This is an optimization exercise on Yosys and OpenROAD, whose aim is small area, a short achievable clock period and few clock cycles per item, not a production implementation. In this exercise RTL edits were held to simulation tests only and were not proved equivalent to the original. Power figures rest on the tool's default switching activity, not on a simulated workload.

<file path="design/flow/config.mk">
export PLATFORM = sky130hd
export DESIGN_NAME = rs136_dec
export DESIGN_NICKNAME = rs136_dec
export VERILOG_FILES = /design/flow/design.v
export SDC_FILE = /design/flow/constraint.sdc
export NUM_CORES = 4
export LEC_CHECK = 0
export CAP_MARGIN = 20
export CORE_MARGIN = 2
export CORE_UTILIZATION = 70
export CTS_BUF_LIST = sky130_fd_sc_hd__clkbuf_8
export CTS_CLUSTER_DIAMETER = 50
export CTS_CLUSTER_SIZE = 16
export SLEW_MARGIN = 20
</file>
<file path="design/flow/constraint.sdc">
create_clock -name core_clock -period 20.0 [get_ports {clk}]
set_input_delay 4.0000 -clock core_clock [delete_from_list [all_inputs] [get_ports {clk}]]
set_output_delay 4.0000 -clock core_clock [all_outputs]
set_load 0.01 [all_outputs]
</file>
<file path="design/flow/design.v">
module rs136_dec (
    input  wire       clk,
    input  wire       rst,
    input  wire       in_valid,
    input  wire [9:0] in_sym,
    output wire       in_ready,
    output reg        out_valid,
    output reg  [9:0] out_sym,
    output reg        out_last,
    output reg        out_fail,
    output reg  [2:0] out_nerr
);
    localparam N   = 136;
    localparam PL  = 2;              
    localparam RL  = 170;            
    function automatic [9:0] gf_mul(input [9:0] a, input [9:0] b);
        reg [18:0] p;
        integer i;
        begin
            p = 19'd0;
            for (i = 0; i < 10; i = i + 1)
                if (b[i]) p = p ^ ({9'd0, a} << i);
            for (i = 18; i >= 10; i = i - 1)
                if (p[i]) p = p ^ (19'h409 << (i - 10));
            gf_mul = p[9:0];
        end
    endfunction
    function automatic [8:0] pmul5(input [4:0] a, input [4:0] b);
        integer i;
        begin
            pmul5 = 9'd0;
            for (i = 0; i < 5; i = i + 1)
                if (b[i]) pmul5 = pmul5 ^ ({4'd0, a} << i);
        end
    endfunction
    function automatic [9:0] gf_kmul(input [9:0] a, input [9:0] b);
        reg [8:0] lo, hi, md;
        reg [18:0] p;
        integer i;
        begin
            lo = pmul5(a[4:0], b[4:0]);
            hi = pmul5(a[9:5], b[9:5]);
            md = pmul5(a[4:0] ^ a[9:5], b[4:0] ^ b[9:5]) ^ lo ^ hi;
            p  = {hi, 10'd0} ^ ({10'd0, md} << 5) ^ {10'd0, lo};
            for (i = 18; i >= 10; i = i - 1)
                if (p[i]) p = p ^ (19'h409 << (i - 10));
            gf_kmul = p[9:0];
        end
    endfunction
    function automatic [9:0] gf_sq(input [9:0] a);
        reg [18:0] p;
        integer i;
        begin
            p = 19'd0;
            for (i = 0; i < 10; i = i + 1)
                p[2*i] = a[i];
            for (i = 18; i >= 10; i = i - 1)
                if (p[i]) p = p ^ (19'h409 << (i - 10));
            gf_sq = p[9:0];
        end
    endfunction
    function automatic [9:0] gf_sqn(input [9:0] a, input integer n);
        integer i;
        begin
            gf_sqn = a;
            for (i = 0; i < n; i = i + 1)
                gf_sqn = gf_sq(gf_sqn);
        end
    endfunction
    function automatic [9:0] alpha_pow(input integer i);
        case (i)
            0: alpha_pow = 10'h001;
            1: alpha_pow = 10'h002;
            2: alpha_pow = 10'h004;
            3: alpha_pow = 10'h008;
            4: alpha_pow = 10'h010;
            5: alpha_pow = 10'h020;
            6: alpha_pow = 10'h040;
            default: alpha_pow = 10'h080;
        endcase
    endfunction
    function automatic [4:0] g5_mul(input [4:0] a, input [4:0] b);
        reg [8:0] p;
        integer i;
        begin
            p = 9'd0;
            for (i = 0; i < 5; i = i + 1)
                if (b[i]) p = p ^ ({4'd0, a} << i);
            for (i = 8; i >= 5; i = i - 1)
                if (p[i]) p = p ^ (9'h029 << (i - 5));
            g5_mul = p[4:0];
        end
    endfunction
    function automatic [9:0] to_comp(input [9:0] a);
        begin
            to_comp[0] = a[0] ^ a[1] ^ a[2] ^ a[4] ^ a[5] ^ a[8] ^ a[9];
            to_comp[1] = a[3] ^ a[4] ^ a[5] ^ a[6] ^ a[7] ^ a[9];
            to_comp[2] = a[3] ^ a[6];
            to_comp[3] = a[1] ^ a[5] ^ a[6];
            to_comp[4] = a[1] ^ a[4] ^ a[9];
            to_comp[5] = a[7];
            to_comp[6] = a[4] ^ a[6] ^ a[7] ^ a[8] ^ a[9];
            to_comp[7] = a[5] ^ a[7] ^ a[8] ^ a[9];
            to_comp[8] = a[1] ^ a[2] ^ a[6] ^ a[8];
            to_comp[9] = a[1] ^ a[3] ^ a[4] ^ a[6] ^ a[8];
        end
    endfunction
    function automatic [9:0] from_comp(input [9:0] a);
        begin
            from_comp[0] = a[0] ^ a[3] ^ a[4] ^ a[8];
            from_comp[1] = a[1] ^ a[7] ^ a[9];
            from_comp[2] = a[4] ^ a[5] ^ a[6] ^ a[8];
            from_comp[3] = a[1] ^ a[3] ^ a[4] ^ a[5];
            from_comp[4] = a[1] ^ a[3] ^ a[6] ^ a[9];
            from_comp[5] = a[2] ^ a[4] ^ a[5] ^ a[7] ^ a[9];
            from_comp[6] = a[1] ^ a[2] ^ a[3] ^ a[4] ^ a[5];
            from_comp[7] = a[5];
            from_comp[8] = a[2] ^ a[3] ^ a[6] ^ a[7] ^ a[9];
            from_comp[9] = a[3] ^ a[4] ^ a[6] ^ a[7];
        end
    endfunction
    function automatic [4:0] g5_inv(input [4:0] a);
        case (a)
            5'd0: g5_inv = 5'd0;
            5'd1: g5_inv = 5'd1;
            5'd2: g5_inv = 5'd20;
            5'd3: g5_inv = 5'd24;
            5'd4: g5_inv = 5'd10;
            5'd5: g5_inv = 5'd8;
            5'd6: g5_inv = 5'd12;
            5'd7: g5_inv = 5'd29;
            5'd8: g5_inv = 5'd5;
            5'd9: g5_inv = 5'd11;
            5'd10: g5_inv = 5'd4;
            5'd11: g5_inv = 5'd9;
            5'd12: g5_inv = 5'd6;
            5'd13: g5_inv = 5'd28;
            5'd14: g5_inv = 5'd26;
            5'd15: g5_inv = 5'd31;
            5'd16: g5_inv = 5'd22;
            5'd17: g5_inv = 5'd18;
            5'd18: g5_inv = 5'd17;
            5'd19: g5_inv = 5'd23;
            5'd20: g5_inv = 5'd2;
            5'd21: g5_inv = 5'd25;
            5'd22: g5_inv = 5'd16;
            5'd23: g5_inv = 5'd19;
            5'd24: g5_inv = 5'd3;
            5'd25: g5_inv = 5'd21;
            5'd26: g5_inv = 5'd14;
            5'd27: g5_inv = 5'd30;
            5'd28: g5_inv = 5'd13;
            5'd29: g5_inv = 5'd7;
            5'd30: g5_inv = 5'd27;
            5'd31: g5_inv = 5'd15;
            default: g5_inv = 5'd0;
        endcase
    endfunction
    function automatic [9:0] chien_init(input integer j);
        case (j)
            0: chien_init = 10'h001;
            1: chien_init = 10'h20e;
            2: chien_init = 10'h146;
            3: chien_init = 10'h00d;
            default: chien_init = 10'h270;
        endcase
    endfunction
    integer i, j, k;
    reg        in_ready_r;           
    reg        nrdy_r;               
    reg        ins;                  
    reg  [9:0] sym_q;
    reg  [10*RL-1:0] ring;
    assign in_ready = in_ready_r;
    wire [9:0] ring_out = ring[10*RL-1 -: 10];
    always @(posedge clk) begin
        sym_q <= in_sym;
        ring  <= {ring[10*RL-11:0], ins ? sym_q : ring_out};
    end
    reg [7:0] cnt;
    reg [7:0] dins;
    reg [7:0] dcs;
    reg [7:0] incnt;                
    reg       rdy;                  
    wire      cstart = rdy && (dcs == 8'd0);
    reg [1:0] v;
    reg       lst1;                  
    wire      lst0   = (dcs == 8'd0);
    wire      outnow = v[1];
    wire      v0n    = cstart || (v[0] && !lst0);        
    wire [7:0] cnt1 = cnt + {7'd0, ins} - {7'd0, outnow};
    wire       acc  = in_valid && !nrdy_r;
    wire [7:0] cnt2a = cnt1 + 8'd1 - {7'd0, v[0]};
    wire [7:0] cnt2n = cnt1 - {7'd0, v[0]};
    wire       rdy_a = (cnt2a < RL) || v0n;
    wire       rdy_n = (cnt2n == 8'd0) ||
                       (!ins && dins == 8'd2 && ((cnt2n < RL) || v0n));
    always @(posedge clk) begin
        if (rst) begin
            in_ready_r <= 1'b1;
            nrdy_r     <= 1'b0;
            ins        <= 1'b0;
            cnt        <= 8'd0;
            incnt      <= 8'd0;
        end else begin
            in_ready_r <= acc ? rdy_a : rdy_n;
            nrdy_r     <= !(acc ? rdy_a : rdy_n);
            ins        <= acc;
            cnt        <= cnt1;
            if (ins)
                incnt <= (incnt == N - 1) ? 8'd0 : incnt + 8'd1;
        end
        if (ins)
            dins <= 8'd0;
        else
            dins <= (dins == 8'd0) ? RL - 1 : dins - 8'd1;
        if (ins && cnt == 8'd0)
            dcs <= RL - PL - 1;
        else if (cstart)
            dcs <= N - 1;
        else
            dcs <= (dcs == 8'd0) ? RL - 1 : dcs - 8'd1;
    end
    reg  [9:0] syn [0:7];
    reg  [9:0] synf [0:7];
    wire       last_in = ins && (incnt == N - 1);
    always @* begin
        for (i = 0; i < 8; i = i + 1)
            synf[i] = ((incnt == 8'd0) ? 10'd0 : gf_mul(syn[i], alpha_pow(i))) ^ sym_q;
    end
    always @(posedge clk) begin
        if (ins)
            for (i = 0; i < 8; i = i + 1)
                syn[i] <= synf[i];
    end
    reg  [9:0] S   [0:7];
    reg  [9:0] lam [0:4];           
    reg  [9:0] bp  [0:4];           
    reg  [9:0] bprev;               
    reg  [9:0] gam, dlt, accu, lreg, sreg;
    reg  [9:0] om0, om1, om3;
    reg  [3:0] len;
    reg  [2:0] r;
    reg  [2:0] st;
    reg        bm_run, om_run;
    wire       cond = (dlt != 10'd0) && ({len, 1'b0} <= {1'b0, r});
    reg  [3:0] sidx;
    reg  [9:0] ssel;
    always @* begin
        if (om_run)
            sidx = 4'd1 - {1'b0, st};
        else if (r == 3'd7)
            sidx = (st == 3'd4) ? 4'd2 : 4'd3 - {1'b0, st};
        else
            sidx = {1'b0, r} + 4'd1 - {1'b0, st};
        ssel = sidx[3] ? 10'd0 : S[sidx[2:0]];
    end
    wire [9:0] ma   = gf_kmul(gam, lam[0]);
    wire [9:0] mb   = gf_kmul(dlt, bprev);
    wire [9:0] lnew = ma ^ mb;
    wire [9:0] mc   = gf_kmul(lreg, sreg);
    wire [9:0] accn = accu ^ mc;
    wire       bm_end = bm_run && (r == 3'd7) && (st == 3'd4);
    always @(posedge clk) begin
        if (rst) begin
            bm_run <= 1'b0;
            om_run <= 1'b0;
            rdy    <= 1'b0;
        end else begin
            if (cstart)
                rdy <= 1'b0;
            if (last_in) begin
                bm_run <= 1'b1;
                om_run <= 1'b0;
                r      <= 3'd2;
                st     <= 3'd0;
            end else if (bm_run) begin
                if (st == 3'd4) begin
                    st <= 3'd0;
                    r  <= r + 3'd1;
                    if (r == 3'd7) begin
                        bm_run <= 1'b0;
                        om_run <= 1'b1;
                    end
                end else
                    st <= st + 3'd1;
            end else if (om_run) begin
                if (st == 3'd1) begin
                    om_run <= 1'b0;
                    rdy    <= 1'b1;
                end
                st <= st + 3'd1;
            end
        end
        if (!last_in) begin
            for (i = 0; i < 3; i = i + 1)
                bp[i] <= bp[i+1];
            bp[3] <= (st == 3'd1 && !cond) ? 10'd0 : bp[4];
            bp[4] <= (st == 3'd0 || cond) ? lam[0] : bprev;
            bprev <= bm_end ? lam[1] : (om_run && st == 3'd0) ? lam[2] :
                     (st == 3'd4) ? 10'd0 : bp[0];
        end
        if (!last_in) begin
            lreg <= (om_run || bm_end) ? lam[1] : lnew;
            sreg <= ssel;
        end
        if (last_in) begin
            for (i = 0; i < 8; i = i + 1)
                S[i] <= synf[i];
            lam[3] <= 10'd0;
            lam[4] <= 10'd0;
            bp[2]  <= 10'd0;
            bp[3]  <= 10'd0;
            bp[4]  <= 10'd0;
            bprev  <= 10'd0;
            sreg   <= synf[2];
            if (synf[0] != 10'd0) begin
                lam[0] <= synf[0];
                lam[1] <= synf[1];
                lam[2] <= 10'd0;
                bp[0]  <= 10'd0;
                bp[1]  <= 10'd1;
                gam    <= synf[0];
                len    <= 4'd1;
                lreg   <= synf[0];
                accu   <= gf_sq(synf[1]);
            end else begin
                lam[0] <= 10'd1;
                lam[1] <= 10'd0;
                lam[2] <= synf[1];
                bp[0]  <= (synf[1] != 10'd0) ? 10'd1 : 10'd0;
                bp[1]  <= 10'd0;
                bp[2]  <= (synf[1] != 10'd0) ? 10'd0 : 10'd1;
                gam    <= (synf[1] != 10'd0) ? synf[1] : 10'd1;
                len    <= (synf[1] != 10'd0) ? 4'd2 : 4'd0;
                lreg   <= 10'd0;
                accu   <= synf[2];
            end
        end else if (bm_run || om_run) begin
            for (i = 0; i < 4; i = i + 1)
                lam[i] <= lam[i+1];
            lam[4] <= om_run ? lam[0] : lnew;
            accu   <= ((st == (om_run ? 3'd0 : 3'd1)) ? mc : accn) ^
                      ((om_run && st == 3'd1) ? mb : 10'd0);
            if (bm_run) begin
                if (st == 3'd0)
                    dlt <= accn;
                if (st == 3'd4) begin
                    if (cond) begin
                        gam <= dlt;
                        len <= {1'b0, r} + 4'd1 - len;
                    end
                    if (r == 3'd7) begin
                        om3 <= accn;
                        gam <= S[1];
                        dlt <= S[0];
                    end
                end
            end else begin
                if (st == 3'd0) begin
                    om0 <= mb;
                    gam <= S[0];
                end
                if (st[2:1] == 2'd0)
                    om1 <= ((st == 3'd0) ? 10'd0 : om1) ^ ma;
            end
        end
    end
    wire [9:0] lamf [0:4];
    assign lamf[0] = lam[3];
    assign lamf[1] = lam[4];
    assign lamf[2] = lam[0];
    assign lamf[3] = lam[1];
    assign lamf[4] = lam[2];
    reg [9:0] lam_c [0:4];
    reg [9:0] om_c  [0:3];
    reg [3:0] clen, clen_l;
    always @(posedge clk) begin
        if (cstart) begin
            for (j = 0; j < 5; j = j + 1)
                lam_c[j] <= gf_mul(lamf[j], chien_init(j));
            om_c[0] <= om0;
            om_c[1] <= gf_mul(om1, chien_init(1));
            om_c[2] <= gf_mul(accu, chien_init(2));
            om_c[3] <= gf_mul(om3, chien_init(3));
            clen    <= len;
        end else begin
            for (j = 0; j < 5; j = j + 1)
                lam_c[j] <= gf_mul(lam_c[j], alpha_pow(j));
            for (k = 0; k < 4; k = k + 1)
                om_c[k] <= gf_mul(om_c[k], alpha_pow(k));
        end
    end
    wire [9:0] lam_sum = lam_c[0] ^ lam_c[1] ^ lam_c[2] ^ lam_c[3] ^ lam_c[4];
    wire [9:0] lam_odd = lam_c[1] ^ lam_c[3];
    wire [9:0] om_sum  = om_c[0] ^ om_c[1] ^ om_c[2] ^ om_c[3];
    wire       rt1 = (lam_sum == 10'd0);
    wire [9:0] d1  = to_comp(lam_odd);
    wire [9:0] n1  = to_comp(om_sum);
    reg        rt2;
    reg  [4:0] hi2, lo2, ni2;
    reg  [2:0] nroots;
    wire [4:0] nrm = g5_mul(d1[4:0], d1[4:0]) ^ g5_mul(d1[4:0], d1[9:5]) ^
                     g5_mul(d1[9:5], d1[9:5]);
    wire [4:0] t0  = g5_mul(n1[4:0], d1[4:0] ^ d1[9:5]);
    wire [4:0] t1  = g5_mul(n1[9:5], d1[9:5]);
    wire [4:0] t2  = g5_mul(n1[4:0] ^ n1[9:5], d1[4:0]);
    wire [9:0] err = from_comp({g5_mul(hi2, ni2), g5_mul(lo2, ni2)});
    wire [2:0] nroots_tot = nroots + {2'd0, rt2};
    always @(posedge clk) begin
        rt2 <= rt1;
        hi2 <= t2 ^ t0;
        lo2 <= t0 ^ t1;
        ni2 <= g5_inv(nrm);
        if (rst) begin
            v   <= 2'd0;
            lst1 <= 1'b0;
        end else begin
            v[0] <= v0n;
            v[1] <= v[0];
            lst1 <= v[0] && lst0;
        end
        if (v[0] && lst0)
            clen_l <= clen;
        if (v[1]) begin
            nroots <= lst1 ? 3'd0 : nroots_tot;
        end else if (cstart)
            nroots <= 3'd0;
    end
    always @(posedge clk) begin
        out_sym  <= ring_out ^ (rt2 ? err : 10'd0);
        out_last <= v[1] && lst1;
        out_fail <= (clen_l > 4'd4) || ({1'b0, nroots_tot} != clen_l);
        out_nerr <= clen_l[2:0];
        if (rst)
            out_valid <= 1'b0;
        else
            out_valid <= outnow;
    end
endmodule
</file>
<file path="design/flow/flow/run.sh">
#!/bin/bash
# The standard layout (standard.sh: the ORFS flow, standard synthesis
# unchanged) with only the clock tree options changed: clkbuf_8 sink
# buffers in clusters of at most 16 sinks, a clkbuf_16 root buffer, and no
# dummy loads. The full output of the flow goes to flow_standard.log; ORFS
# keeps each step's own log under orfs/logs.
set -euo pipefail
export CTS_ARGS="-sink_clustering_enable -repair_clock_nets -sink_clustering_size 16 -sink_clustering_max_diameter 50 -buf_list sky130_fd_sc_hd__clkbuf_8 -root_buf sky130_fd_sc_hd__clkbuf_16 -dont_use_dummy_load"
bash standard.sh > flow_standard.log 2>&1
</file>
<file path="design/flow/standard.sh">
#!/bin/bash
# synth_recipe.tcl (not shown) runs the flow's synth.tcl, then flattens the netlist and writes it again
# the make line also repeats each setting of config.mk as NAME=value (left out here)
make -C /OpenROAD-flow-scripts/flow DESIGN_CONFIG=/design/flow/config.mk WORK_HOME=/design/flow/orfs CLKGATE_MAP_FILE= SYNTH_SCRIPT=/design/flow/synth_recipe.tcl "${@:-finish}"
</file>
==> key figures, run 1 <==
CTS
  • Cts bufs inserted: 175
  • Clock slew seen by the registers of the worst setup and hold paths: 90 ps
  • CTS Buffer Depth: 3
  • CTS tree: yes
  • Clock latency (worst-skew pair): 740 ps
  • Post-cts resize count: 0
  • H-tree depth: 4
  • Post-CTS Setup Bufs: 0
  • CTS sink cnt: 2244
  • CTS Hold Bufs: 0
  • Root Buffer: clkbuf_16

Timing
  • Max frequency: 180 MHz
  • Least-Margin Pin Slew: 1060 ps
  • Period minus WS final: 5570 ps
  • Final Max Slew Viols: 0
  • Worst slew margin: 29.4%
  • Final Cycle Share: 27.8%
  • Setup Viol. Count Final: 0
  • Final Skew: 119 ps
  • RSZ-0062 raised after global routing: no
  • Final Hold Fails: 0
  • PnR worst setup slack: 14430 ps
  • Post-route setup TNS: 0 ps

Worst setup path
  • Crit path max-delay cell type: clkdlybuf4s50_1
  • Worst EP arrival: 1570 ps
  • Worst path buffer plus inverter count: 1
  • Critical Path RT: 16000 ps
  • Worst Path Max Fanout: 1
  • CP startpoint: in_ready_r
  • Critical R2R Launch: lam_c[3][1]
  • R2R setup slack: 15320 ps
  • R2R cell count: 15
  • CP Class: register to output port
  • Element type at the critical path start: register
  • Dominant delay contributor by cell family on the critical path: buffers and inverters
  • Worst Setup End Kind: output port
  • Worst-path cell chain: clkdlybuf4s50_1
  • Largest stage delay on the critical path: 530 ps
  • Reg-to-reg critical path endpoint: ni2[2]
  • Setup crit end: in_ready
  • Stages on the worst setup path: 1

Routing
  • Vias: 33358
  • Residual DRC count: 0
  • Final WL: 117 mm
  • Post-route ant nets: 0
  • WL/cell: 18.3 um
  • 1st-iter DRT viols: 2804
  • Vias per inst: 5.21
  • DRT Pass-1 Iters: 8

Final layout
  • Area grow syn2layout: 5.71%
  • Final Instance Count excl. Fillers: 6407
  • Finished Cell Area: 70300 um^2
  • Final #Nets: 5215
  • Share of layout cells above drive strength 1: 5.39%

Floorplanning
  • Core area: 94600 um^2
  • DIE HEIGHT: 312 um
  • Die area: 97500 um^2
  • Row cnt: 113
  • IO Pins: 30
  • Initial Utilization: 70.3%
  • Die W: 312 um

Place
  • DP Cell Count: 6231
  • Worst slack, placed: 14620 ps
  • Placed Area: 67900 um^2
  • I/O Buffers: 29
  • Post-DP HPWL: 79.7 mm
  • Placer Congestion: 0.894

Logic synthesis
  • Cell taking the most area after synthesis: dfxtp_1
  • Post-synthesis sequential area ratio: 71.9%
  • Yosys warning count: 8
  • Commonest cells in the netlist: 1953 x dfxtp_1, 636 x xnor2_1, 528 x nand2_1
  • Netlist cell types: 70
  • Syn Inst Count: 5102
  • Synthesized area: 66500 um^2
  • Yosys reg bits: 2244
  • Dominant cells by area after synthesis: dfxtp_1 59%, edfxtp_1 13%, xnor2_1 8.4%
  • Syn_nets: 5174
  • Most frequent cell after synthesis: dfxtp_1
  • Top cell type's share of synthesized area: 58.8%
  • Post-synth EDFFs: 291
  • Main flop type after synthesis: dfxtp_1
  • Ys async rst share: 0%
  • Avg Cell Area, Syn: 13.0 um^2

Power and ir drop
  • Leak pwr: 27.2 nW
  • PwrDens: 113 nW/um^2
  • Peak VDD IR: 0.000207 V
  • Power Total: 7.93 mW

Global route
  • Vias in the first global route: 33006
  • Total gr overflow: 0
  • Largest net degree at the start of global routing: 127
  • First-pass GRT wire length: 183 mm
  • Total track usage: 24.3%
  • Antenna violations before repair: 5

Hold path
  • Worst min path class: register to register

Flow run
  • MaxCap Viol Count: 0

Status
  • Run status: complete, no violations
[how the worst min path moves through the flow]
stage	cells after the start	start	endpoint
global route	0	ring[55]	ring[65]
global placement	0	ring[548]	ring[558]
CTS	0	ring[55]	ring[65]
floorplan	0	ring[990]	ring[1000]
finish	0	ring[55]	ring[65]
detailed placement	0	ring[1252]	ring[1262]
[worst register-to-register path: stages, from the launching register on]
cell	delay, ps
dfxtp_1	380
xnor2_4	350
xnor3_2	550
xor2_2	590
inv_1	180
ha_1	330
xor2_1	190
xnor2_1	150
xnor3_2	280
xnor2_2	180
xnor2_1	330
inv_1	230
ha_1	260
nand2_1	50
o21ai_0	80
mux4_2	490
[placed cells by master (no fill, tap or decap), types with 15 or more instances in the layout]
| cell type | netlist | routed |
|---|---|---|
| ha_1 | 56 | 56 |
| mux2_2 | 26 | 26 |
| o21ai_0 | 164 | 164 |
| xnor3_1 | 27 | 27 |
| clkbuf_8 | 0 | 174 |
| inv_1 | 106 | 106 |
| nor2_1 | 308 | 308 |
| o211ai_1 | 15 | 15 |
| a21oi_1 | 122 | 122 |
| xnor2_1 | 636 | 636 |
| nand3_1 | 32 | 30 |
| nand2_1 | 528 | 527 |
| edfxtp_1 | 291 | 291 |
| clkdlybuf4s50_1 | 0 | 29 |
| nor3_1 | 30 | 29 |
| dfxtp_1 | 1953 | 1951 |
| buf_4 | 0 | 32 |
| a31oi_1 | 27 | 27 |
| and3_1 | 18 | 17 |
| xor2_1 | 244 | 244 |
| mux2i_1 | 52 | 52 |
| nor2b_1 | 42 | 42 |
[flip-flops by register name (all words and copies together) (netlist names), 40 cells and up]
name / cells
lam: 50
syn: 80
lam_c: 50
bp: 50
S: 80
om_c: 40
ring: 1700
[routing by layer]
layer | up-vias | share of wire, % | GRT usage, %
li1 | 16406 | - | -
met1 | 15658 | 45 | 33.2
met2 | 1004 | 45 | 38.4
met3 | 290 | 5.8 | 4.49
met4 | 0 | 4.2 | 10.3
met5 | - | 0 | 0
[cell families (layout without fill, tap and decap cells)]
family / count (synthesis) / after routing / share of synthesized area (%)
AO/OA/AOI/OAI: 443 / 443 / 3.96
multiplexers: 81 / 81 / 1.32
AND/OR/NAND/NOR: 1034 / 1034 / 6.55
XOR/XNOR: 934 / 934 / 13.3
buffers and inverters: 306 / 345 / 1.78
other: 0 / 1 / 0
flip-flops: 2244 / 2244 / 71.9
adder cells (fa/ha/maj): 60 / 60 / 1.16
[layout make-up]
class | instances | area [um^2]
Sequential cell | 2244 | 47800
Fill cell | 6165 | 24300
Multi-Input combinational cell | 2552 | 17500
Clock buffer | 175 | 2420
Tap cell | 1265 | 1580
Timing Repair Buffer | 61 | 531
Inverter | 109 | 412
Antenna cell | 1 | 2.50
[per-stage QoR]
step / hold WS, ps / utilization, %
6_report: 265 / 74.4
5_1_grt: 270 / 74.4
3_5_place_dp: 312 / 71.8
3_3_place_gp: 310 / 71.8
4_1_cts: 274 / 74.4
2_1_floorplan: 310 / -
[where the power goes]
| part | leakage, nW | switching (mW) | total (mW) | internal (mW) |
|---|---|---|---|---|
| sequential | 18.5 | 0.0897 | 4.82 | 4.73 |
| combinational | 7.42 | 0.565 | 1.06 | 0.499 |
| clock | 1.26 | 1.26 | 2.04 | 0.786 |
| total | 27.2 | 1.91 | 7.93 | 6.02 |
Testbench counts, summed over its fixed seeds: cycles 27,488, items 192.
==> run 2, diff against run 1 <==
--- a/design/flow/design.v
+++ b/design/flow/design.v
@@ -61,10 +61,2 @@
     endfunction
-    function automatic [9:0] gf_sqn(input [9:0] a, input integer n);
-        integer i;
-        begin
-            gf_sqn = a;
-            for (i = 0; i < n; i = i + 1)
-                gf_sqn = gf_sq(gf_sqn);
-        end
-    endfunction
     function automatic [9:0] alpha_pow(input integer i);
@@ -93,2 +85,12 @@
     endfunction
+    function automatic [4:0] g5_sq(input [4:0] a);
+        reg [8:0] p;
+        integer i;
+        begin
+            p = {a[4], 1'b0, a[3], 1'b0, a[2], 1'b0, a[1], 1'b0, a[0]};
+            for (i = 8; i >= 5; i = i - 1)
+                if (p[i]) p = p ^ (9'h029 << (i - 5));
+            g5_sq = p[4:0];
+        end
+    endfunction
     function automatic [9:0] to_comp(input [9:0] a);
@@ -402,4 +404,3 @@
     reg  [2:0] nroots;
-    wire [4:0] nrm = g5_mul(d1[4:0], d1[4:0]) ^ g5_mul(d1[4:0], d1[9:5]) ^
-                     g5_mul(d1[9:5], d1[9:5]);
+    wire [4:0] nrm = g5_sq(d1[4:0] ^ d1[9:5]) ^ g5_mul(d1[4:0], d1[9:5]);
     wire [4:0] t0  = g5_mul(n1[4:0], d1[4:0] ^ d1[9:5]);
==> run 2 against run 1 <==
Clock skew is 15 ps higher. Die area shrank 0.19%. Clock power hardly changed. Critical path type unchanged. Largest power group unchanged.
==> key figures, run 2 <==
CTS
  • CTS tree: yes (unchanged)
  • CTS Hold Bufs: 0 (unchanged)
  • Clock slew seen by the registers of the worst setup and hold paths: 90 ps (about the same)
  • Root Buffer: clkbuf_16 (unchanged)
  • Post-CTS Setup Bufs: 0 (unchanged)
  • H-tree depth: 4 (unchanged)
  • CTS sink cnt: 2244 (unchanged)
  • Cts bufs inserted: 173 (was 175)
  • Post-cts resize count: 0 (unchanged)
  • CTS Buffer Depth: 3 (unchanged)
  • Clock latency (worst-skew pair): 740 ps (about the same)

Timing
  • Worst slew margin: 29.4% (about the same)
  • Post-route setup TNS: 0 ps (unchanged)
  • Max frequency: 178 MHz (was 180 MHz)
  • Least-Margin Pin Slew: 1060 ps (about the same)
  • Hold Worst Slack: 193 ps (was 265 ps)
  • Setup Viol. Count Final: 0 (unchanged)
  • Final Skew: 134 ps (was 119 ps)
  • Period minus WS final: 5610 ps (was 5570 ps)
  • PnR worst setup slack: 14390 ps (was 14430 ps)
  • Final Max Slew Viols: 0 (unchanged)
  • Final Hold Fails: 0 (unchanged)
  • RSZ-0062 raised after global routing: no (unchanged)
  • Final Cycle Share: 28.1% (was 27.8%)

Logic synthesis
  • Post-synthesis sequential area ratio: 72.0% (was 71.9%)
  • Post-synth EDFFs: 291 (unchanged)
  • Avg Cell Area, Syn: 12.9 um^2 (was 13.0 um^2)
  • Main flop type after synthesis: dfxtp_1 (unchanged)
  • Mux cell area share after synthesis: 1.22% (was 1.32%)
  • Syn Inst Count: 5140 (was 5102)
  • Syn_nets: 5209 (was 5174)
  • Post-synthesis adder-cell area fraction: 1.09% (was 1.16%)
  • Commonest cells in the netlist: 1953 x dfxtp_1, 668 x xnor2_1, 620 x nand2_1 (was 1953 x dfxtp_1, 636 x xnor2_1, 528 x nand2_1)
  • Yosys warning count: 8 (unchanged)
  • Most frequent cell after synthesis: dfxtp_1 (unchanged)
  • Dominant cells by area after synthesis: dfxtp_1 59%, edfxtp_1 13%, xnor2_1 8.8% (was dfxtp_1 59%, edfxtp_1 13%, xnor2_1 8.4%)
  • Synthesized area: 66400 um^2 (was 66500 um^2)
  • Largest family of logic cells by synthesized area: XOR/XNOR gates (unchanged)
  • Cell taking the most area after synthesis: dfxtp_1 (unchanged)
  • Xor/xnor cell area share of the yosys netlist: 13.2% (was 13.3%)
  • Synth Area in Simple Gates: 6.79% (was 6.55%)
  • Yosys reg bits: 2244 (unchanged)
  • Post-synthesis compound-gate area fraction: 4.00% (was 3.96%)
  • Netlist cell types: 71 (was 70)
  • Ys async rst share: 0% (unchanged)
  • Top cell type's share of synthesized area: 58.9% (was 58.8%)

Worst setup path
  • Critical Path RT: 16000 ps (about the same)
  • Worst Path Max Fanout: 1 (unchanged)
  • Worst EP arrival: 1610 ps (was 1570 ps)
  • Crit path max-delay cell type: clkdlybuf4s50_1 (unchanged)
  • Dominant delay contributor by cell family on the critical path: buffers and inverters (unchanged)
  • Largest stage delay on the critical path: 560 ps (was 530 ps)
  • Worst-path cell chain: clkdlybuf4s50_1 (unchanged)
  • Element type at the critical path start: register (unchanged)
  • Worst Setup End Kind: output port (unchanged)
  • CP Class: register to output port (unchanged)
  • Worst path buffer plus inverter count: 1 (unchanged)

Floorplanning
  • Initial Utilization: 70.9% (was 70.3%)
  • DIE HEIGHT: 312 um (about the same)
  • Die W: 312 um (about the same)
  • IO Pins: 30 (unchanged)
  • Row cnt: 112 (was 113)
  • Core area: 93600 um^2 (was 94600 um^2)
  • Die area: 97300 um^2 (was 97500 um^2)

Final layout
  • Area grow syn2layout: 5.72% (was 5.71%)
  • Final #Nets: 5241 (was 5215)
  • Regs by FF count: ring: 1700 flops, S: 80 flops, syn: 80 flops (unchanged)
  • Final Instance Count excl. Fillers: 6427 (was 6407)
  • Largest Register: ring (unchanged)
  • Largest register FFs: 1700 (unchanged)
  • Finished Cell Area: 70200 um^2 (was 70300 um^2)
  • Most frequent cells in the layout: 1952 x dfxtp_1, 667 x xnor2_1, 619 x nand2_1, 291 x edfxtp_1, 258 x nor2_1 (was 1951 x dfxtp_1, 636 x xnor2_1, 527 x nand2_1, 308 x nor2_1, 291 x edfxtp_1)
  • Share of layout cells above drive strength 1: 5.30% (was 5.39%)
  • Commonest non-fill, non-tap cell in the layout: dfxtp_1 (unchanged)

Global route
  • Vias in the first global route: 33356 (was 33006)
  • Total gr overflow: 0 (unchanged)
  • Largest net degree at the start of global routing: 113 (was 127)
  • Total track usage: 24.7% (was 24.3%)
  • Antenna violations before repair: 3 (was 5)
  • First-pass GRT wire length: 187 mm (was 183 mm)

Flow run
  • MaxCap Viol Count: 0 (unchanged)

Routing
  • WL/cell: 18.6 um (was 18.3 um)
  • Vias: 33716 (was 33358)
  • 1st-iter DRT viols: 3098 (was 2804)
  • Vias per inst: 5.25 (was 5.21)
  • Residual DRC count: 0 (unchanged)
  • Final WL: 119 mm (was 117 mm)
  • DRT Pass-1 Iters: 8 (unchanged)
  • Post-route ant nets: 0 (unchanged)

Place
  • DP Cell Count: 6251 (was 6231)
  • Placer Congestion: 0.921 (was 0.894)
  • Placed Area: 67800 um^2 (was 67900 um^2)
  • Post-DP HPWL: 80.7 mm (was 79.7 mm)
  • I/O Buffers: 29 (unchanged)
  • Worst slack, placed: 14650 ps (was 14620 ps)

Power and ir drop
  • Leak pwr: 26.9 nW (was 27.2 nW)
  • PwrDens: 118 nW/um^2 (was 113 nW/um^2)
  • Peak VDD IR: 0.000108 V (was 0.000207 V)

Hold path
  • Worst min path class: register to register (unchanged)

Status
  • Run status: complete, no violations (unchanged)
-- run 2: cells by family after synthesis --
kind of cell,count (synthesis)
flip-flops,2244
AND/OR/NAND/NOR,1078
XOR/XNOR,944
AO/OA/AOI/OAI,444
buffers and inverters,298
multiplexers,76
adder cells (fa/ha/maj),56
-- run 2: per-stage QoR --
stage | power (mW) | util [%]
final | 8.28 | 75.0
after global routing | 8.67 | 75.0
after CTS | 8.33 | 75.0
after detailed placement | 6.35 | 72.4
after global placement | 6.32 | 72.4
after floorplan | 6.09 | -
-- run 2: layout make-up --
| type | count | area, um^2 |
|---|---|---|
| inverters | 89 | 339 |
| flip-flops and latches | 2244 | 47800 |
| multi-input cells | 2598 | 17500 |
| repair buffers | 66 | 568 |
| clock buffers | 173 | 2390 |
| diodes | 3 | 7.51 |
| well taps | 1254 | 1570 |
| fillers | 5976 | 23400 |
-- run 2: final timing paths --
check	startpoint	endpoint	slack (ps)	cells after the start
setup / recovery	out_sym[4]	out_sym[4]	14390	1
hold / removal	ring[17]	ring[27]	190	0
setup reg to reg	lam_c[3][1]	ni2[2]	15180	15
hold reg to reg	ring[17]	ring[27]	190	0
-- run 2: layer usage --
layer	track usage (%)	wire, um	vias up	part of all wire [%]
met2	38.8	53600	1084	45
met3	4.41	8400	270	7.0
met1	35.0	53500	15860	45
met4	8.75	3770	0	3.2
met5	0	0	-	0
li1	-	-	16502	-
-- run 2: report_power, final --
part	internal (mW)	leakage [nW]	switching (mW)
combinational	0.657	7.13	0.758
sequential	4.74	18.5	0.104
clock	0.778	1.25	1.25
total	6.17	26.9	2.11
Testbench counts of run 2, summed over its fixed seeds: cycles 27,488, items 192.
==> run 3, diff against run 2 <==
==> design/flow/flow/run.sh (replaced) <==
#!/bin/bash
# The standard layout (standard.sh: the ORFS flow, standard synthesis
# unchanged) with two layout options changed:
#  - every input and output port still gets its own buffer, but a buf_4
#    instead of the slow delay cell buffer_ports picks by default;
#  - clock tree: clkbuf_8 sink buffers in clusters of at most 16 sinks, a
#    clkbuf_16 root buffer, and no dummy loads.
# The full output of the flow goes to flow_standard.log; ORFS keeps each
# step's own log under orfs/logs.
set -euo pipefail
export BUFFER_PORTS_ARGS="-buffer_cell sky130_fd_sc_hd__buf_4"
export CTS_ARGS="-sink_clustering_enable -repair_clock_nets -sink_clustering_size 16 -sink_clustering_max_diameter 50 -buf_list sky130_fd_sc_hd__clkbuf_8 -root_buf sky130_fd_sc_hd__clkbuf_16 -dont_use_dummy_load"
bash standard.sh > flow_standard.log 2>&1
==> run 3 against run 2 <==
First-iteration DRC count rose by 0.42%. Hold slack improved by 92 ps. Via count is 0.23% lower. Clock power about the same. Final area is essentially flat. Utilization about the same. Fmax up 8.7%. Sequential power hardly changed. Critical path type unchanged. Largest cell class unchanged.
==> key figures, run 3 <==
Flow run
  • MaxCap Viol Count: 0 (unchanged)

Routing
  • Residual DRC count: 0 (unchanged)
  • Vias per inst: 5.23 (was 5.25)
  • DRT Pass-1 Iters: 6 (was 8)
  • WL/cell: 18.4 um (was 18.6 um)
  • 1st-iter DRT viols: 3111 (was 3098)
  • Post-route ant nets: 0 (unchanged)
  • Final WL: 119 mm (about the same)
  • Vias: 33637 (was 33716)

Floorplanning
  • Die W: 312 um (unchanged)
  • Initial Utilization: 70.9% (unchanged)
  • Row cnt: 112 (unchanged)
  • IO Pins: 30 (unchanged)
  • Core area: 93600 um^2 (unchanged)
  • DIE HEIGHT: 312 um (unchanged)
  • Die area: 97300 um^2 (unchanged)

Power and ir drop
  • Leak pwr: 26.9 nW (about the same)
  • Register share of total power: 58.4% (was 58.5%)
  • Sw Pwr: 2.11 mW (about the same)
  • Int Power: 6.19 mW (was 6.17 mW)
  • Peak VDD IR: 0.000144 V (was 0.000108 V)
  • Clk pwr share: 24.7% (was 24.5%)
  • PwrDens: 118 nW/um^2 (about the same)
  • Comb power frac: 16.9% (was 17.1%)
  • Net Sw Frac: 25.4% (was 25.5%)

Timing
  • Final Cycle Share: 25.8% (was 28.1%)
  • Hold Worst Slack: 286 ps (was 193 ps)
  • Period minus WS final: 5170 ps (was 5610 ps)
  • Least-Margin Pin Slew: 1110 ps (was 1060 ps)
  • Post-route setup TNS: 0 ps (unchanged)
  • Worst slew margin: 25.9% (was 29.4%)
  • RSZ-0062 raised after global routing: no (unchanged)
  • Setup Viol. Count Final: 0 (unchanged)
  • PnR worst setup slack: 14830 ps (was 14390 ps)
  • Final Max Slew Viols: 0 (unchanged)
  • Final Hold Fails: 0 (unchanged)
  • Final Skew: 115 ps (was 134 ps)
  • Max frequency: 194 MHz (was 178 MHz)

Global route
  • Total gr overflow: 0 (unchanged)
  • GR Layer Usage met3: 3.99% (was 4.41%)
  • Met1 Usage GRT: 35.0% (about the same)
  • Vias in the first global route: 32976 (was 33356)
  • GRT Max-Usage Layer: met2 (unchanged)
  • GRT met2 Usage: 38.2% (was 38.8%)
  • Total track usage: 24.5% (was 24.7%)
  • Largest net degree at the start of global routing: 113 (unchanged)
  • First-pass GRT wire length: 185 mm (was 187 mm)
  • Antenna violations before repair: 5 (was 3)

Worst setup path
  • Worst Path Max Fanout: 1 (unchanged)
  • Largest stage delay on the critical path: 350 ps (was 560 ps)
  • CP Class: register to output port (unchanged)
  • CP startpoint: out_sym[5] (was out_sym[4])
  • Critical Path RT: 16000 ps (about the same)
  • Element type at the critical path start: register (unchanged)
  • Worst EP arrival: 1170 ps (was 1610 ps)
  • Worst path buffer plus inverter count: 1 (unchanged)
  • Crit path max-delay cell type: dfxtp_1 (was clkdlybuf4s50_1)
  • Dominant delay contributor by cell family on the critical path: flip-flops (was buffers and inverters)
  • Worst Setup End Kind: output port (unchanged)
  • Critical R2R Launch: lam_c[3][1] (unchanged)
  • Worst-path cell chain: buf_4 (was clkdlybuf4s50_1)

Final layout
  • Regs by FF count: ring: 1700 flops, S: 80 flops, syn: 80 flops (unchanged)
  • Commonest non-fill, non-tap cell in the layout: dfxtp_1 (unchanged)
  • Share of layout cells above drive strength 1: 5.91% (was 5.30%)
  • Largest register FFs: 1700 (unchanged)
  • Finished Cell Area: 70200 um^2 (about the same)
  • Most frequent cells in the layout: 1952 x dfxtp_1, 668 x xnor2_1, 619 x nand2_1, 291 x edfxtp_1, 259 x nor2_1 (was 1952 x dfxtp_1, 667 x xnor2_1, 619 x nand2_1, 291 x edfxtp_1, 258 x nor2_1)
  • Largest Register: ring (unchanged)
  • Final #Nets: 5246 (was 5241)
  • Area grow syn2layout: 5.69% (was 5.72%)
  • Final Util: 75.0% (about the same)

Logic synthesis
  • Netlist cell types: 71 (unchanged)
  • Yosys reg bits: 2244 (unchanged)
  • Avg Cell Area, Syn: 12.9 um^2 (unchanged)
  • Post-synthesis sequential area ratio: 72.0% (unchanged)
  • Ys async rst share: 0% (unchanged)
  • Main flop type after synthesis: dfxtp_1 (unchanged)
  • Top cell type's share of synthesized area: 58.9% (unchanged)
  • Syn Inst Count: 5140 (unchanged)
  • Syn_nets: 5209 (unchanged)
  • Commonest cells in the netlist: 1953 x dfxtp_1, 668 x xnor2_1, 620 x nand2_1 (unchanged)
  • Dominant cells by area after synthesis: dfxtp_1 59%, edfxtp_1 13%, xnor2_1 8.8% (unchanged)
  • Synthesized area: 66400 um^2 (unchanged)
  • Post-synth EDFFs: 291 (unchanged)
  • Cell taking the most area after synthesis: dfxtp_1 (unchanged)
  • Most frequent cell after synthesis: dfxtp_1 (unchanged)
  • Yosys warning count: 8 (unchanged)

Place
  • Placed Area: 67700 um^2 (was 67800 um^2)
  • Post-DP HPWL: 80.8 mm (was 80.7 mm)
  • Placer Congestion: 0.941 (was 0.921)
  • Worst slack, placed: 15070 ps (was 14650 ps)
  • I/O Buffers: 29 (unchanged)

CTS
  • CTS Hold Bufs: 0 (unchanged)
  • CTS tree: yes (unchanged)
  • CTS sink cnt: 2244 (unchanged)
  • Clock slew seen by the registers of the worst setup and hold paths: 90 ps (about the same)
  • Clock latency (worst-skew pair): 720 ps (was 740 ps)
  • Post-cts resize count: 0 (unchanged)
  • Root Buffer: clkbuf_16 (unchanged)
  • Cts bufs inserted: 177 (was 173)
  • H-tree depth: 4 (unchanged)
  • Post-CTS Setup Bufs: 0 (unchanged)
  • CTS Buffer Depth: 3 (unchanged)

Status
  • Run status: complete, no violations (unchanged)

Hold path
  • Worst min path class: register to register (unchanged)
  • Hold wc startpoint: ring[889] (was ring[17])
run 3: path summary, 6_finish.rpt:
check                to  slack [ps]  depth (start not counted)
max          out_sym[5]       14830                          1
min           ring[899]         290                          0
max reg2reg      ni2[2]       15220                         15
min reg2reg   ring[899]         290                          0
run 3: kinds of logic after synthesis:
logic type	after synthesis	synth area share, %
xor+xnor	944	13.2
buf+inv	298	1.70
mux	76	1.22
simple gates	1078	6.79
flops	2244	72.0
fa+ha+maj	56	1.09
compound gates	444	4.00
run 3: final cells by class:
cell class	count	area (um^2)
Inverter	89	339
Multi-Input combinational cell	2598	17500
Tap cell	1254	1570
Clock buffer	177	2450
Fill cell	5950	23400
Antenna cell	3	7.51
Sequential cell	2244	47800
Timing Repair Buffer	67	503
run 3: per-layer routing:
layer | up-vias | wire, um
met2 | 1082 | 53600
met3 | 242 | 8130
li1 | 16508 | -
met4 | 0 | 3430
met5 | - | 0
met1 | 15805 | 53500
run 3: power by group through the flow:
stage | registers [mW] | clock network [mW] | logic [mW]
after floorplan | 4.90 | 0 | 1.19
after global placement | 4.94 | 0 | 1.38
after detailed placement | 4.95 | 0 | 1.40
after CTS | 4.84 | 2.10 | 1.41
after global routing | 4.86 | 2.25 | 1.55
final | 4.84 | 2.05 | 1.40
run 3: stage by stage:
stage / total power [mW] / instances
after floorplan: 6.09 / 5140
after detailed placement: 6.35 / 6252
final: 8.29 / 6432
after CTS: 8.35 / 6429
after global routing: 8.67 / 6430
after global placement: 6.32 / 6252
==> run 4, diff against run 3 <==
==> design/flow/flow/run.sh (replaced) <==
#!/bin/bash
# The standard layout (standard.sh: the ORFS flow, standard synthesis
# unchanged) with two layout options changed:
#  - every input and output port still gets its own buffer, but a buf_4
#    instead of the slow delay cell buffer_ports picks by default;
#  - clock tree: clkbuf_8 sink buffers in clusters of at most 20 sinks, a
#    clkbuf_16 root buffer, and no dummy loads.
# The full output of the flow goes to flow_standard.log; ORFS keeps each
# step's own log under orfs/logs.
set -euo pipefail
export BUFFER_PORTS_ARGS="-buffer_cell sky130_fd_sc_hd__buf_4"
export CTS_ARGS="-sink_clustering_enable -repair_clock_nets -sink_clustering_size 20 -sink_clustering_max_diameter 55 -buf_list sky130_fd_sc_hd__clkbuf_8 -root_buf sky130_fd_sc_hd__clkbuf_16 -dont_use_dummy_load"
bash standard.sh > flow_standard.log 2>&1
==> run 4 against run 3 <==
Still clean on timing, DRC and antenna. Non-clock buffer count is the same. Critical endpoint is now out_sym[4]. Register-to-register slack is essentially flat. Synthesized cell count is the same. First-iteration DRC count grew 8.3%. Clock skew grew 3.2 ps. Global-route usage shrank 0.070 points. Highest routed layer unchanged. Final cell count shrank 0.54%. Clock power shrank 8%. Routed wire length shrank 0.22%.
==> key figures, run 4 <==
Worst setup path
  • R2R setup slack: 15210 ps (was 15220 ps)
  • Worst path buffer plus inverter count: 1 (unchanged)
  • Crit path max-delay cell type: dfxtp_1 (unchanged)
  • Critical R2R Launch: lam_c[3][1] (unchanged)
  • Reg-to-reg critical path endpoint: ni2[2] (unchanged)
  • Worst EP arrival: 1160 ps (was 1170 ps)
  • R2R cell count: 15 (unchanged)
  • Worst Setup End Kind: output port (unchanged)
  • Dominant delay contributor by cell family on the critical path: flip-flops (unchanged)
  • Worst-path cell chain: buf_4 (unchanged)
  • Worst Path Max Fanout: 1 (unchanged)
  • Element type at the critical path start: register (unchanged)
  • CP Class: register to output port (unchanged)
  • Critical Path RT: 16000 ps (about the same)
  • Largest stage delay on the critical path: 320 ps (was 350 ps)

Logic synthesis
  • Synth Area in Simple Gates: 6.79% (unchanged)
  • Syn Inst Count: 5140 (unchanged)
  • Yosys warning count: 8 (unchanged)
  • Xor/xnor cell area share of the yosys netlist: 13.2% (unchanged)
  • Avg Cell Area, Syn: 12.9 um^2 (unchanged)
  • Largest family of logic cells by synthesized area: XOR/XNOR gates (unchanged)
  • Yosys reg bits: 2244 (unchanged)
  • Post-synthesis adder-cell area fraction: 1.09% (unchanged)
  • Cell taking the most area after synthesis: dfxtp_1 (unchanged)
  • Top cell type's share of synthesized area: 58.9% (unchanged)
  • Syn_nets: 5209 (unchanged)
  • Dominant cells by area after synthesis: dfxtp_1 59%, edfxtp_1 13%, xnor2_1 8.8% (unchanged)
  • Synthesized area: 66400 um^2 (unchanged)
  • Mux cell area share after synthesis: 1.22% (unchanged)
  • Commonest cells in the netlist: 1953 x dfxtp_1, 668 x xnor2_1, 620 x nand2_1 (unchanged)
  • Post-synthesis compound-gate area fraction: 4.00% (unchanged)
  • Ys async rst share: 0% (unchanged)
  • Post-synth EDFFs: 291 (unchanged)
  • Main flop type after synthesis: dfxtp_1 (unchanged)
  • Post-synthesis sequential area ratio: 72.0% (unchanged)
  • Most frequent cell after synthesis: dfxtp_1 (unchanged)
  • Netlist cell types: 71 (unchanged)

Floorplanning
  • Row cnt: 112 (unchanged)
  • IO Pins: 30 (unchanged)
  • Core area: 93600 um^2 (unchanged)
  • Die W: 312 um (unchanged)
  • Die area: 97300 um^2 (unchanged)
  • Initial Utilization: 70.9% (unchanged)
  • DIE HEIGHT: 312 um (unchanged)

Flow run
  • MaxCap Viol Count: 0 (unchanged)

Power and ir drop
  • Comb power frac: 17.3% (was 16.9%)
  • PwrDens: 117 nW/um^2 (was 118 nW/um^2)
  • Leak pwr: 26.7 nW (was 26.9 nW)
  • Register share of total power: 59.6% (was 58.4%)
  • Peak VDD IR: 0.000144 V (about the same)
  • Net Sw Frac: 25.5% (was 25.4%)
  • Sw Pwr: 2.07 mW (was 2.11 mW)
  • Int Power: 6.05 mW (was 6.19 mW)
  • Clk pwr share: 23.1% (was 24.7%)

Hold path
  • Worst Hold Depth: 0 (unchanged)
  • Hold wc startpoint: ring[115] (was ring[889])
  • Worst min path class: register to register (unchanged)
  • Hold endpoint: ring[125] (was ring[899])

Routing
  • Post-route ant nets: 0 (unchanged)
  • 1st-iter DRT viols: 3368 (was 3111)
  • DRT Pass-1 Iters: 9 (was 6)
  • Vias per inst: 5.26 (was 5.23)
  • Residual DRC count: 0 (unchanged)
  • WL/cell: 18.5 um (was 18.4 um)
  • Final WL: 118 mm (was 119 mm)
  • Vias: 33620 (was 33637)

CTS
  • Post-cts resize count: 0 (unchanged)
  • CTS Buffer Depth: 3 (unchanged)
  • Cts bufs inserted: 145 (was 177)
  • CTS tree: yes (unchanged)
  • H-tree depth: 4 (unchanged)
  • Post-CTS Setup Bufs: 0 (unchanged)
  • CTS Hold Bufs: 0 (unchanged)
  • Root Buffer: clkbuf_16 (unchanged)
  • Clock slew seen by the registers of the worst setup and hold paths: 110 ps (was 90 ps)
  • Clock latency (worst-skew pair): 720 ps (about the same)
  • CTS sink cnt: 2244 (unchanged)

Final layout
  • Area grow syn2layout: 5.01% (was 5.69%)
  • Final #Nets: 5214 (was 5246)
  • Regs by FF count: ring: 1700 flops, S: 80 flops, syn: 80 flops (unchanged)
  • Largest Register: ring (unchanged)
  • Ant diodes: 0 (was 3)
  • Share of layout cells above drive strength 1: 5.33% (was 5.91%)
  • Commonest non-fill, non-tap cell in the layout: dfxtp_1 (unchanged)
  • Largest register FFs: 1700 (unchanged)
  • Most frequent cells in the layout: 1952 x dfxtp_1, 668 x xnor2_1, 619 x nand2_1, 291 x edfxtp_1, 259 x nor2_1 (unchanged)

Place
  • Post-DP HPWL: 80.8 mm (unchanged)
  • Placer Congestion: 0.941 (unchanged)
  • I/O Buffers: 29 (unchanged)

Timing
  • Hold Worst Slack: 250 ps (was 286 ps)
  • Final Max Slew Viols: 0 (unchanged)
  • Max frequency: 194 MHz (about the same)
  • Setup Viol. Count Final: 0 (unchanged)
  • Least-Margin Pin Slew: 1100 ps (was 1110 ps)
  • RSZ-0062 raised after global routing: no (unchanged)
  • Period minus WS final: 5160 ps (was 5170 ps)
  • Final Skew: 118 ps (was 115 ps)
  • Final Cycle Share: 25.8% (about the same)
  • Final Hold Fails: 0 (unchanged)
  • Post-route setup TNS: 0 ps (unchanged)
  • Worst slew margin: 26.6% (was 25.9%)

Global route
  • Vias in the first global route: 32613 (was 32976)
  • Largest net degree at the start of global routing: 113 (unchanged)
  • First-pass GRT wire length: 184 mm (was 185 mm)
  • GRT Max-Usage Layer: met2 (unchanged)
  • Met1 Usage GRT: 35.1% (was 35.0%)
  • GRT met2 Usage: 38.0% (was 38.2%)
  • Total track usage: 24.4% (was 24.5%)
  • Antenna violations before repair: 4 (was 5)
  • Total gr overflow: 0 (unchanged)
  • GR Layer Usage met3: 3.66% (was 3.99%)

Status
  • Run status: complete, no violations (unchanged)
## run 4: changes by cell type in the layout (fill, tap and decap cells not counted), sizes merged
cell / previous run / this run
diode: 3 / 0
clkbuf: 177 / 145
## run 4: how the worst max path moves through the flow
stage,to,start,slack [ps],cells past startpoint
final,out_sym[4],out_sym[4],14840,1
after CTS,out_sym[4],out_sym[4],14760,1
after floorplan,S[0][0],ins,13950,5
after global routing,out_sym[5],out_sym[5],14770,1
after global placement,in_ready_r,in_valid,15070,4
after detailed placement,in_ready_r,in_valid,15070,4
## run 4: per-layer routing
layer	vias up	routed length, um
li1	16424	-
met1	15900	54100
met2	1041	53100
met3	255	7610
met4	0	3680
met5	-	0
## run 4: per-stage QoR
stage,power (mW),instances,utilization (%),setup WS [ps],instance area [um^2]
floorplan,6.09,5140,-,13950,66400
global placement,6.32,6252,72.4,15070,67700
detailed placement,6.35,6252,72.4,15070,67700
CTS,8.18,6397,74.5,14760,69700
global route,8.49,6397,74.5,14770,69700
finish,8.13,6397,74.5,14840,69700
## run 4: area by class of cell
type | instances | area, um^2
inverters | 89 | 339
repair buffers | 67 | 503
fillers | 5993 | 23900
clock buffers | 145 | 2010
flip-flops and latches | 2244 | 47800
multi-input cells | 2598 | 17500
well taps | 1254 | 1570
## run 4: power groups by stage
stage | combinational, mW | sequential (mW) | clock [mW]
2_1_floorplan | 1.19 | 4.90 | 0
6_report | 1.40 | 4.84 | 1.88
3_3_place_gp | 1.38 | 4.94 | 0
4_1_cts | 1.41 | 4.85 | 1.93
3_5_place_dp | 1.40 | 4.95 | 0
5_1_grt | 1.55 | 4.86 | 2.08
## run 4: cells by family after synthesis
group           after synthesis
xor+xnor                    944
fa+ha+maj                    56
compound gates              444
mux                          76
flops                      2244
buf+inv                     298
simple gates               1078
==> run 5, diff against run 4 <==
==> design/flow/flow/run.sh (replaced) <==
#!/bin/bash
# The standard layout (standard.sh: the ORFS flow, standard synthesis
# unchanged) with two layout options changed:
#  - every input and output port still gets its own buffer, but a buf_4
#    instead of the slow delay cell buffer_ports picks by default;
#  - clock tree: clkbuf_8 sink buffers in clusters of at most 18 sinks, a
#    clkbuf_16 root buffer, and no dummy loads.
# The full output of the flow goes to flow_standard.log; ORFS keeps each
# step's own log under orfs/logs.
set -euo pipefail
export BUFFER_PORTS_ARGS="-buffer_cell sky130_fd_sc_hd__buf_4"
export CTS_ARGS="-sink_clustering_enable -repair_clock_nets -sink_clustering_size 18 -sink_clustering_max_diameter 52 -buf_list sky130_fd_sc_hd__clkbuf_8 -root_buf sky130_fd_sc_hd__clkbuf_16 -dont_use_dummy_load"
bash standard.sh > flow_standard.log 2>&1
==> run 5 against run 4 <==
Clock power increased by 4%. Flip-flop and latch count stayed put. Global-route usage is essentially flat. Clock-buffer cell count up 15. Worst setup slack improved by 5.3 ps. Sequential share of layout area fell by 0.20 points. Total power is 0.96% higher. Critical path depth did not move. Critical path type unchanged. Critical endpoint is now out_sym[6]. Largest cell class unchanged.
==> key figures, run 5 <==
CTS
  • Post-CTS Setup Bufs: 0 (unchanged)
  • Cts bufs inserted: 160 (was 145)
  • Post-cts resize count: 0 (unchanged)
  • CTS Buffer Depth: 3 (unchanged)
  • CTS Hold Bufs: 0 (unchanged)
  • CTS tree: yes (unchanged)
  • Clock slew seen by the registers of the worst setup and hold paths: 100 ps (was 110 ps)
  • Clock latency (worst-skew pair): 720 ps (about the same)
  • Root Buffer: clkbuf_16 (unchanged)
  • H-tree depth: 4 (unchanged)
  • CTS sink cnt: 2244 (unchanged)

Power and ir drop
  • Net Sw Frac: 25.5% (about the same)
  • Peak VDD IR: 0.000149 V (was 0.000144 V)
  • Register share of total power: 59.0% (was 59.6%)
  • Int Power: 6.12 mW (was 6.05 mW)
  • Comb power frac: 17.1% (was 17.3%)
  • Clk pwr share: 23.9% (was 23.1%)
  • PwrDens: 117 nW/um^2 (about the same)
  • Sw Pwr: 2.09 mW (was 2.07 mW)
  • Leak pwr: 26.8 nW (was 26.7 nW)

Logic synthesis
  • Most frequent cell after synthesis: dfxtp_1 (unchanged)
  • Synthesized area: 66400 um^2 (unchanged)
  • Yosys reg bits: 2244 (unchanged)
  • Commonest cells in the netlist: 1953 x dfxtp_1, 668 x xnor2_1, 620 x nand2_1 (unchanged)
  • Ys async rst share: 0% (unchanged)
  • Syn_nets: 5209 (unchanged)
  • Post-synth EDFFs: 291 (unchanged)
  • Post-synthesis sequential area ratio: 72.0% (unchanged)
  • Main flop type after synthesis: dfxtp_1 (unchanged)
  • Syn Inst Count: 5140 (unchanged)
  • Top cell type's share of synthesized area: 58.9% (unchanged)
  • Netlist cell types: 71 (unchanged)
  • Yosys warning count: 8 (unchanged)
  • Avg Cell Area, Syn: 12.9 um^2 (unchanged)
  • Cell taking the most area after synthesis: dfxtp_1 (unchanged)
  • Dominant cells by area after synthesis: dfxtp_1 59%, edfxtp_1 13%, xnor2_1 8.8% (unchanged)

Timing
  • RSZ-0062 raised after global routing: no (unchanged)
  • Worst slew margin: 27.1% (was 26.6%)
  • Period minus WS final: 5150 ps (was 5160 ps)
  • Post-route setup TNS: 0 ps (unchanged)
  • Least-Margin Pin Slew: 1090 ps (was 1100 ps)
  • Final Skew: 122 ps (was 118 ps)
  • Final Cycle Share: 25.8% (about the same)
  • Hold Worst Slack: 283 ps (was 250 ps)
  • Setup Viol. Count Final: 0 (unchanged)
  • Final Max Slew Viols: 0 (unchanged)
  • Final Hold Fails: 0 (unchanged)
  • Max frequency: 194 MHz (about the same)

Global route
  • Total track usage: 24.4% (about the same)
  • Vias in the first global route: 32745 (was 32613)
  • Total gr overflow: 0 (unchanged)
  • Largest net degree at the start of global routing: 113 (unchanged)
  • Antenna violations before repair: 3 (was 4)
  • First-pass GRT wire length: 184 mm (about the same)

Final layout
  • Final #Nets: 5229 (was 5214)
  • Share of layout cells above drive strength 1: 5.60% (was 5.33%)
  • Area grow syn2layout: 5.32% (was 5.01%)
  • Commonest non-fill, non-tap cell in the layout: dfxtp_1 (unchanged)
  • Seq. cell area: 47800 um^2 (unchanged)
  • Largest register FFs: 1700 (unchanged)
  • Final Instance Count excl. Fillers: 6412 (was 6397)
  • Most frequent cells in the layout: 1952 x dfxtp_1, 668 x xnor2_1, 619 x nand2_1, 291 x edfxtp_1, 259 x nor2_1 (unchanged)
  • Finished Cell Area: 69900 um^2 (was 69700 um^2)
  • # fillers: 5971 (was 5993)
  • Footprint of the multi-input gates: 17500 um^2 (unchanged)
  • Largest Register: ring (unchanged)
  • Regs by FF count: ring: 1700 flops, S: 80 flops, syn: 80 flops (unchanged)
  • Ant diodes: 0 (unchanged)

Flow run
  • MaxCap Viol Count: 0 (unchanged)

Routing
  • Vias per inst: 5.25 (was 5.26)
  • Residual DRC count: 0 (unchanged)
  • Vias: 33635 (was 33620)
  • WL/cell: 18.4 um (was 18.5 um)
  • 1st-iter DRT viols: 3115 (was 3368)
  • DRT Pass-1 Iters: 6 (was 9)
  • Post-route ant nets: 0 (unchanged)
  • Final WL: 118 mm (about the same)

Floorplanning
  • IO Pins: 30 (unchanged)
  • Row cnt: 112 (unchanged)
  • DIE HEIGHT: 312 um (unchanged)
  • Die area: 97300 um^2 (unchanged)
  • Die W: 312 um (unchanged)
  • Core area: 93600 um^2 (unchanged)
  • Initial Utilization: 70.9% (unchanged)

Place
  • Placer Congestion: 0.941 (unchanged)
  • I/O Buffers: 29 (unchanged)
  • Post-DP HPWL: 80.8 mm (unchanged)
  • DP Cell Count: 6252 (unchanged)
  • Placed Area: 67700 um^2 (unchanged)

Hold path
  • Worst min path class: register to register (unchanged)

Worst setup path
  • Worst-path cell chain: buf_4 (unchanged)
  • Worst Setup End Kind: output port (unchanged)
  • Dominant delay contributor by cell family on the critical path: flip-flops (unchanged)
  • Worst EP arrival: 1150 ps (was 1160 ps)
  • CP Class: register to output port (unchanged)
  • Worst path buffer plus inverter count: 1 (unchanged)
  • Element type at the critical path start: register (unchanged)
  • Worst Path Max Fanout: 1 (unchanged)
  • Crit path max-delay cell type: dfxtp_1 (unchanged)
  • Critical Path RT: 16000 ps (about the same)
  • Largest stage delay on the critical path: 310 ps (was 320 ps)

Status
  • Run status: complete, no violations (unchanged)
## run 5: worst paths after layout
path                     end  depth (start not counted)        start  slack, ps
setup / recovery  out_sym[6]                          1   out_sym[6]      14850
hold / removal     ring[125]                          0    ring[115]        280
setup reg to reg      ni2[2]                         15  lam_c[3][1]      15230
hold reg to reg    ring[125]                          0    ring[115]        280
## run 5: through the flow
step	setup WS (ps)	util, %	power, mW
after global routing	14780	74.7	8.57
after global placement	15070	72.4	6.32
final	14850	74.7	8.20
after CTS	14770	74.7	8.27
after detailed placement	15070	72.4	6.35
after floorplan	13950	-	6.09
## run 5: final cells by class
class,count,share of cell area (%)
sequential,2244,68.4
clock buffer,160,3.16
timing repair buffer,67,0.719
multi-input combinational,2598,25.0
inverter,89,0.485
tap,1254,2.24
## run 5: routing by layer
layer  track usage [%]  share of wire (%)  up-vias
met2              38.0                 45     1068
met3              3.85                6.7      253
met1              35.0                 45    15850
met5                 0                  0        -
li1                  -                  -    16464
met4              9.01                3.1        0
## run 5: cell families after synthesis
| logic type | synth area share [%] |
|---|---|
| buf+inv | 1.70 |
| fa+ha+maj | 1.09 |
| compound gates | 4.00 |
| flops | 72.0 |
| mux | 1.22 |
| xor+xnor | 13.2 |
| simple gates | 6.79 |
## run 5: power groups by stage
stage	registers [mW]	logic (mW)	clock network [mW]
final	4.84	1.40	1.96
after global routing	4.86	1.55	2.16
after CTS	4.85	1.41	2.02
after detailed placement	4.95	1.40	0
after global placement	4.94	1.38	0
after floorplan	4.90	1.19	0
## run 5: worst reg2reg max path: cells and delay by family, from the launching register on
family,cells,cell delay (ps)
xor gates and xnor gates,8,2720
adders and majority gates,2,690
muxes,1,460
DFF,1,390
buffers and inverters,2,310
and+or+nand+nor,1,100
AOI/OAI and AO/OA,1,40

[port drivers added, routing unchanged]
Ports are ideal in the flow. The routed layouts listed here were re-timed in OpenROAD.
Step 1: set_driving_cell puts a clkbuf_16 on clk and a buf_2 on each other input, an assumption about the parent block.
Step 2 times the ports against the registers' clock, not the clock port: input delays grow and output delays shrink by t, the midpoint of the rising clock arrivals with the driver on.
Three values: ideal, step 1, step 2; two values: the first two.
run	t (ns)	setup WS [ns]	clock arrival spread, ns	worst slew at a driven data input, ns
run 1	0.752	14.430 / 14.361 / 14.632	0.119 / 0.119	0.03
run 2	0.746	14.386 / 14.316 / 14.646	0.135 / 0.135	0.03
run 3	0.738	14.834 / 14.764 / 15.043	0.119 / 0.119	0.03
run 4	0.735	14.844 / 14.772 / 15.020	0.118 / 0.118	0.03
run 5	0.739	14.849 / 14.777 / 15.033	0.129 / 0.129	0.03
After both steps setup and hold are still met in every run listed.
